What follows belongs to an exercise in optimizing a design on an open flow for small area; a production flow would make more cautious choices. In this exercise RTL edits were held to simulation tests only and were not proved equivalent to the original.

## flow/config.mk

```make
export PLATFORM = sky130hd
export DESIGN_NAME = acq_decim
export DESIGN_NICKNAME = acq_decim
export VERILOG_FILES = /design/flow/design.v
export SDC_FILE = /design/flow/constraint.sdc
export NUM_CORES = 4
export LEC_CHECK = 0
export CAP_MARGIN = 20
export CORE_MARGIN = 2
export CORE_UTILIZATION = 40
export SLEW_MARGIN = 20
```

## flow/constraint.sdc

```tcl
create_clock -name core_clock -period 50.0 [get_ports {clk}]
set_input_delay 10.0000 -clock core_clock [delete_from_list [all_inputs] [get_ports {clk}]]
set_output_delay 10.0000 -clock core_clock [all_outputs]
set_load 0.01 [all_outputs]
```

## flow/design.v

```verilog
module acq_decim (
    input  wire        clk,
    input  wire        rst,         
    input  wire        md,          
    output reg         out_valid,   
    output reg  [27:0] out_data,    
    output reg         out_ovr      
);
    localparam integer CIC_W  = 37;
    localparam integer SMP_W  = 28;
    localparam integer COEF_W = 24;
    localparam integer ACC_W  = 56;
    localparam integer NTAPS  = 95;
    reg  signed [CIC_W-1:0] integ1, integ2, integ3, integ4, integ5;
    wire signed [CIC_W-1:0] x_in = md ? 37'sd1 : -37'sd1;
    wire signed [CIC_W-1:0] s1 = integ1 + x_in;
    wire signed [CIC_W-1:0] s2 = integ2 + s1;
    wire signed [CIC_W-1:0] s3 = integ3 + s2;
    wire signed [CIC_W-1:0] s4 = integ4 + s3;
    wire signed [CIC_W-1:0] s5 = integ5 + s4;
    reg [6:0] phase;
    wire      cic_tick = (phase == 7'd124);
    reg  signed [CIC_W-1:0] comb_z1, comb_z2, comb_z3, comb_z4, comb_z5;
    wire signed [CIC_W-1:0] d1 = s5 - comb_z1;
    wire signed [CIC_W-1:0] d2 = d1 - comb_z2;
    wire signed [CIC_W-1:0] d3 = d2 - comb_z3;
    wire signed [CIC_W-1:0] d4 = d3 - comb_z4;
    wire signed [CIC_W-1:0] d5 = d4 - comb_z5;
    wire signed [SMP_W-1:0] cic_trunc = d5[CIC_W-1:9];
    wire                    cic_up    = d5[8] & ((|d5[7:0]) | d5[9]);
    wire signed [SMP_W-1:0] cic_smp   = cic_trunc + {{(SMP_W-1){1'b0}}, cic_up};
    reg [SMP_W*NTAPS-1:0] line;
    reg [2:0]             smp_cnt;    
    reg                     busy;
    reg                     fin;
    reg [6:0]               tap;
    reg signed [ACC_W-1:0]  acc;
    reg signed [COEF_W-1:0] coef;
    always @* begin
        case (tap)
      7'd0 : coef = -24'sd1;
      7'd1 : coef = -24'sd4;
      7'd2 : coef = -24'sd14;
      7'd3 : coef = -24'sd36;
      7'd4 : coef = -24'sd69;
      7'd5 : coef = -24'sd96;
      7'd6 : coef = -24'sd67;
      7'd7 : coef =  24'sd96;
      7'd8 : coef =  24'sd464;
      7'd9 : coef =  24'sd1027;
      7'd10: coef =  24'sd1588;
      7'd11: coef =  24'sd1708;
      7'd12: coef =  24'sd778;
      7'd13: coef = -24'sd1704;
      7'd14: coef = -24'sd5665;
      7'd15: coef = -24'sd9997;
      7'd16: coef = -24'sd12405;
      7'd17: coef = -24'sd9929;
      7'd18: coef = -24'sd247;
      7'd19: coef =  24'sd16504;
      7'd20: coef =  24'sd36222;
      7'd21: coef =  24'sd50693;
      7'd22: coef =  24'sd49669;
      7'd23: coef =  24'sd25140;
      7'd24: coef = -24'sd23447;
      7'd25: coef = -24'sd85388;
      7'd26: coef = -24'sd138937;
      7'd27: coef = -24'sd157033;
      7'd28: coef = -24'sd117742;
      7'd29: coef = -24'sd16015;
      7'd30: coef =  24'sd128420;
      7'd31: coef =  24'sd271808;
      7'd32: coef =  24'sd357746;
      7'd33: coef =  24'sd336769;
      7'd34: coef =  24'sd187525;
      7'd35: coef = -24'sd68978;
      7'd36: coef = -24'sd368911;
      7'd37: coef = -24'sd620823;
      7'd38: coef = -24'sd732090;
      7'd39: coef = -24'sd637331;
      7'd40: coef = -24'sd318406;
      7'd41: coef =  24'sd191047;
      7'd42: coef =  24'sd817211;
      7'd43: coef =  24'sd1468057;
      7'd44: coef =  24'sd2056396;
      7'd45: coef =  24'sd2515604;
      7'd46: coef =  24'sd2804349;
      7'd47: coef =  24'sd2902489;
      7'd48: coef =  24'sd2804349;
      7'd49: coef =  24'sd2515604;
      7'd50: coef =  24'sd2056396;
      7'd51: coef =  24'sd1468057;
      7'd52: coef =  24'sd817211;
      7'd53: coef =  24'sd191047;
      7'd54: coef = -24'sd318406;
      7'd55: coef = -24'sd637331;
      7'd56: coef = -24'sd732090;
      7'd57: coef = -24'sd620823;
      7'd58: coef = -24'sd368911;
      7'd59: coef = -24'sd68978;
      7'd60: coef =  24'sd187525;
      7'd61: coef =  24'sd336769;
      7'd62: coef =  24'sd357746;
      7'd63: coef =  24'sd271808;
      7'd64: coef =  24'sd128420;
      7'd65: coef = -24'sd16015;
      7'd66: coef = -24'sd117742;
      7'd67: coef = -24'sd157033;
      7'd68: coef = -24'sd138937;
      7'd69: coef = -24'sd85388;
      7'd70: coef = -24'sd23447;
      7'd71: coef =  24'sd25140;
      7'd72: coef =  24'sd49669;
      7'd73: coef =  24'sd50693;
      7'd74: coef =  24'sd36222;
      7'd75: coef =  24'sd16504;
      7'd76: coef = -24'sd247;
      7'd77: coef = -24'sd9929;
      7'd78: coef = -24'sd12405;
      7'd79: coef = -24'sd9997;
      7'd80: coef = -24'sd5665;
      7'd81: coef = -24'sd1704;
      7'd82: coef =  24'sd778;
      7'd83: coef =  24'sd1708;
      7'd84: coef =  24'sd1588;
      7'd85: coef =  24'sd1027;
      7'd86: coef =  24'sd464;
      7'd87: coef =  24'sd96;
      7'd88: coef = -24'sd67;
      7'd89: coef = -24'sd96;
      7'd90: coef = -24'sd69;
      7'd91: coef = -24'sd36;
      7'd92: coef = -24'sd14;
      7'd93: coef = -24'sd4;
      7'd94: coef = -24'sd1;
      default: coef = 24'sd0;
        endcase
    end
    wire signed [SMP_W-1:0]         tap_smp = line[tap*SMP_W +: SMP_W];
    wire signed [SMP_W+COEF_W-1:0]  prod    = tap_smp * coef;
    wire signed [ACC_W-1:0]         acc_nxt = acc + {{(ACC_W-SMP_W-COEF_W){prod[SMP_W+COEF_W-1]}}, prod};
    wire signed [ACC_W-24:0] fir_trunc = acc[ACC_W-1:23];
    wire                     fir_up    = acc[22] & ((|acc[21:0]) | acc[23]);
    wire signed [ACC_W-23:0] fir_rnd   = {fir_trunc[ACC_W-24], fir_trunc} + {{(ACC_W-23){1'b0}}, fir_up};
    wire signed [ACC_W-23:0] SAT_MAX   = 34'sd134217727;
    wire signed [ACC_W-23:0] SAT_MIN   = -34'sd134217728;
    reg  signed [SMP_W-1:0]  fir_out;
    always @* begin
        if (fir_rnd > SAT_MAX)
            fir_out = 28'sh7ffffff;
        else if (fir_rnd < SAT_MIN)
            fir_out = -28'sh8000000;
        else
            fir_out = fir_rnd[SMP_W-1:0];
    end
    localparam signed [SMP_W-1:0] OVR_THR = 28'sd114085069;
    wire fir_ovr = (fir_out >= OVR_THR) || (fir_out <= -OVR_THR);
    always @(posedge clk) begin
        if (rst) begin
            integ1    <= 0;
            integ2    <= 0;
            integ3    <= 0;
            integ4    <= 0;
            integ5    <= 0;
            comb_z1   <= 0;
            comb_z2   <= 0;
            comb_z3   <= 0;
            comb_z4   <= 0;
            comb_z5   <= 0;
            phase     <= 0;
            smp_cnt   <= 0;
            line      <= 0;
            busy      <= 1'b0;
            fin       <= 1'b0;
            tap       <= 0;
            acc       <= 0;
            out_valid <= 1'b0;
            out_data  <= 0;
            out_ovr   <= 1'b0;
        end else begin
            integ1 <= s1;
            integ2 <= s2;
            integ3 <= s3;
            integ4 <= s4;
            integ5 <= s5;
            out_valid <= 1'b0;
            if (cic_tick) begin
                phase   <= 0;
                comb_z1 <= s5;
                comb_z2 <= d1;
                comb_z3 <= d2;
                comb_z4 <= d3;
                comb_z5 <= d4;
                line    <= {line[SMP_W*(NTAPS-1)-1:0], cic_smp};
                if (smp_cnt == 3'd4) begin
                    smp_cnt <= 0;
                    busy    <= 1'b1;
                    tap     <= 0;
                    acc     <= 0;
                end else begin
                    smp_cnt <= smp_cnt + 3'd1;
                end
            end else begin
                phase <= phase + 7'd1;
            end
            if (busy) begin
                acc <= acc_nxt;
                if (tap == NTAPS - 1) begin
                    busy <= 1'b0;
                    fin  <= 1'b1;
                end else begin
                    tap <= tap + 7'd1;
                end
            end
            if (fin) begin
                fin       <= 1'b0;
                out_valid <= 1'b1;
                out_data  <= fir_out;
                out_ovr   <= fir_ovr;
            end
        end
    end
endmodule
```

## flow/run.sh

```bash
#!/bin/bash
# synth_recipe.tcl (not shown) runs the flow's synth.tcl, then flattens the netlist and writes it again
# the make line also repeats each setting of config.mk as NAME=value (left out here)
make -C /OpenROAD-flow-scripts/flow DESIGN_CONFIG=/design/flow/config.mk WORK_HOME=/design/flow/orfs CLKGATE_MAP_FILE= SYNTH_SCRIPT=/design/flow/synth_recipe.tcl finish
```

==> flow_metrics.tcl <==
set metrics [dict create \
    status "finished clean" \
    finalSetupViolations 0 \
    initial_core_util_pct 40.2 \
    die_x_um 665 \
    vias_per_cell 5.31 \
    cts_root_buf "clkbuf_16" \
    row_count 242 \
    syn_nets 21942 \
    drc 0 \
    holdCritPathClass "reg2reg" \
    cts_tree "built" \
    required_ns 50.82 \
    drv_cap 0 \
    endpoint_kind "flop" \
    detail-route-antenna-nets 0 \
    ios 33 \
    grt_max_degree 230 \
    ys_seq_area_share_pct 36.2 \
    synth-edff-count 0 \
    slew_viol_final 0 \
    firstDrtPassIters 6 \
    reg2reg_to "line[27]$_SDFFE_PP0N_" \
    setup_tns_ns 0 \
    synthArstFlopShare_pct 0 \
    min_path_cells 2 \
    cp_common_cell "ha_1" \
    fill_cells 42304 \
    syn-cell-area_mm2 0.175 \
    grt_pass1_wl_um 702000 \
    r2r-start "integ1[1]$_SDFF_PP0_" \
    critPathLaunch "md" \
    areaGrowthSynthToFinish_pct 8.99 \
    vias 137304 \
    cts_sinks 3158 \
    ys.flop_type "dfxtp_1" \
    first_global_vias 130999 \
    ys_ff_latch 3158 \
    postCtsSetupBuffers 0 \
    max-slew-margin-rel_pct 22.3 \
    worstSetupPathType "in2reg" \
    worst-path-max-fanout 36 \
    drtIter0Drc 10979 \
    core_area_mm2 0.435 \
    multi_input_area_mm2 0.102 \
    fin_crit_sh_pct 55.3 \
    dp_hpwl_um 272000 \
    final_nets 21124 \
    rsz0062_at_grt "false" \
    regArea_mm2 0.0633 \
    cts_hold_buf 0 \
    antenna_found_initial 9 \
    cp_slowest_cell "a2111oi_0" \
    cts_buffers 347 \
    avgSynthCellArea_um2 8.46 \
    gr-total-overflow 0 \
    timing_hold_violations_final 0 \
    timing.fmax_mhz 36.2 \
    portBuffers 32 \
    path_clk_slew_ns 0.06 \
    dieArea_mm2 0.442 \
    synth_warnings 1 \
    drive_gt1_share_pct 8.72 \
    cts-htree-levels 5 \
    grt_use_total_pct 18.8 \
    min_period_ns 27.66 \
    ys_types 111 \
    insertion_delay_ns 0.98 \
    r2r_setup_slack_ns 32.12 \
    cts_resized 0 \
    globalplace.congestion 0.862 \
    die_h_um 665 \
    tightest_slew_ns 1.16 \
    critPathLaunchType "primary input" \
    syn_inst 20651 \
    ff2ff_path_depth 80 \
    routedWlPerCell_um 16.6 \
    cp-endpoint "line[27]$_SDFFE_PP0N_" \
    wl_um 429000 \
    slowest_delay_ns 0.82 \
    clk_path_buf_depth 4 \
    cp.arrival_ns 28.48 \
    skew_ns 0.0982 \
]
## worst max-delay path: cells and delay by family
| family | cells | cell delay [ns] |
|---|---|---|
| simple gates | 30 | 4.53 |
| fa+ha+maj | 10 | 3.28 |
| compound gates | 31 | 8.05 |
| xor+xnor | 8 | 1.58 |
| buf+inv | 4 | 1.00 |
## state kept, by name (all words and copies together), names as in the netlist, 3 cells and up
signal	count
integ1	37
acc	56
smp_cnt	3
coef	23
line	2660
phase	7
comb_z5	37
integ3	37
integ2	37
comb_z1	37
integ4	37
comb_z2	37
tap	7
comb_z4	37
comb_z3	37
out_data	28
integ5	37
## metal layers
metal,track usage [%],share of wire [%]
met4,4.29,2.1
met2,30.9,47
met5,0,0.0030
met3,2.39,4.4
met1,26.5,47
## layout make-up
| type | instances | share of cell area, % |
|---|---|---|
| clock buffers | 525 | 5.45 |
| diodes | 4 | 0.00525 |
| inverters | 1065 | 2.10 |
| repair buffers | 250 | 1.15 |
| clock inverters | 93 | 0.609 |
| flip-flops and latches | 3158 | 33.2 |
| multi-input cells | 15011 | 53.7 |
| well taps | 5734 | 3.77 |
## how the worst min path moves through the flow
stage	from	to	slack, ns
floorplan	comb_z5[19]$_SDFFE_PP0N_	comb_z5[19]$_SDFFE_PP0N_	0.42
global placement	comb_z5[19]$_SDFFE_PP0N_	comb_z5[19]$_SDFFE_PP0N_	0.44
detailed placement	comb_z5[19]$_SDFFE_PP0N_	comb_z5[19]$_SDFFE_PP0N_	0.44
CTS	line[2627]$_SDFFE_PP0N_	line[2655]$_SDFFE_PP0N_	0.39
global route	line[2386]$_SDFFE_PP0N_	line[2414]$_SDFFE_PP0N_	0.42
finish	line[2569]$_SDFFE_PP0N_	line[2597]$_SDFFE_PP0N_	0.39
## per-stage QoR
step / worst slack (ns) / instance area (µm²) / instances / utilization [%] / hold WS [ns]
5_1_grt: 20.76 / 190000 / 25838 / 43.8 / 0.417
2_1_floorplan: 24.69 / 175000 / 20651 / - / 0.420
3_3_place_gp: 21.63 / 179000 / 25218 / 41.2 / 0.440
3_5_place_dp: 21.52 / 179000 / 25218 / 41.2 / 0.445
6_report: 22.34 / 190000 / 25840 / 43.8 / 0.393
4_1_cts: 22.46 / 190000 / 25836 / 43.8 / 0.394
## cell usage after synthesis (all sizes together), types with 72 or more instances
cell type,number,area [µm²]
nor2b,245,1530
fa,707,14200
o21ai,411,2060
mux4,833,18800
dfxtp,3158,63200
xor2,134,1170
clkbuf,1230,4620
and3,76,475
ha,581,7270
o21bai,83,623
nand2,6365,23900
a21o,239,1790
nor2,482,1810
and2,127,795
a211oi,93,708
nor3,98,490
xnor2,307,2720
a21oi,3208,16100
buf,187,808
nand2b,72,450
inv,1063,3990
nand3,122,611
a31oi,82,519
## cell usage in the layout, fill, tap and decap left out, types with 26 or more instances in the layout
master and n:
and2_1 126, a211oi_1 91, clkbuf_8 94, nor2b_1 244
o21ai_1 34, o211ai_1 31, a21o_1 239, ha_1 581
nand3_1 122, clkbuf_16 351, a31oi_1 80, o21bai_1 83
o22ai_1 38, fa_1 707, or2_2 42, o21ai_0 351
buf_4 201, mux2i_1 67, a22o_1 29, clkdlybuf4s50_1 31
or3_1 26, nor3_1 97, nand2_1 6365, o21a_1 70
nor2_1 479, nand2b_1 70, and3_1 76, xnor2_1 304
nand4_1 31, a21oi_1 3205, dfxtp_1 3142, clkinv_2 40
xor2_1 134, inv_1 1059, clkbuf_1 80, mux4_2 833
## logic make-up (layout without fill, tap and decap cells)
family / count (synthesis) / in the layout / share of synthesized area, %
fa+ha+maj: 1288 / 1288 / 12.3
compound gates: 4586 / 4586 / 14.7
xor+xnor: 444 / 444 / 2.26
simple gates: 7782 / 7782 / 18.0
mux: 911 / 911 / 11.2
buf+inv: 2482 / 1933 / 5.39
other cells: 0 / 4 / 0
flops: 3158 / 3158 / 36.2

separate check: timing with driven ports:
In the flow no input, the clock included, has a driving cell. The finished layout below was timed again as built, in two steps. Step 1 sets driving cells, clkbuf_16 on the clock port and buf_2 on the other inputs (assumed; they add their load-dependent delay and slew). Step 2 adds t to the input delays and takes it off the output delays; t is the mean of the earliest and latest rising clock arrival at the registers after step 1. Input paths then give back, and output paths get back, about the clock's delay inside the block. Slacks: ideal ports / drivers / drivers and shift; pairs: ideal ports / drivers.
shift t [ns]: 1.042
setup WS [ns]: 22.341 / 22.317 / 21.276
worst register clock-pin slew, ns: 0.07 / 0.07
After both steps this run still meets setup and hold. The setup slack of this run moves by -0.024 ns with the drivers and by -1.065 ns with both steps.
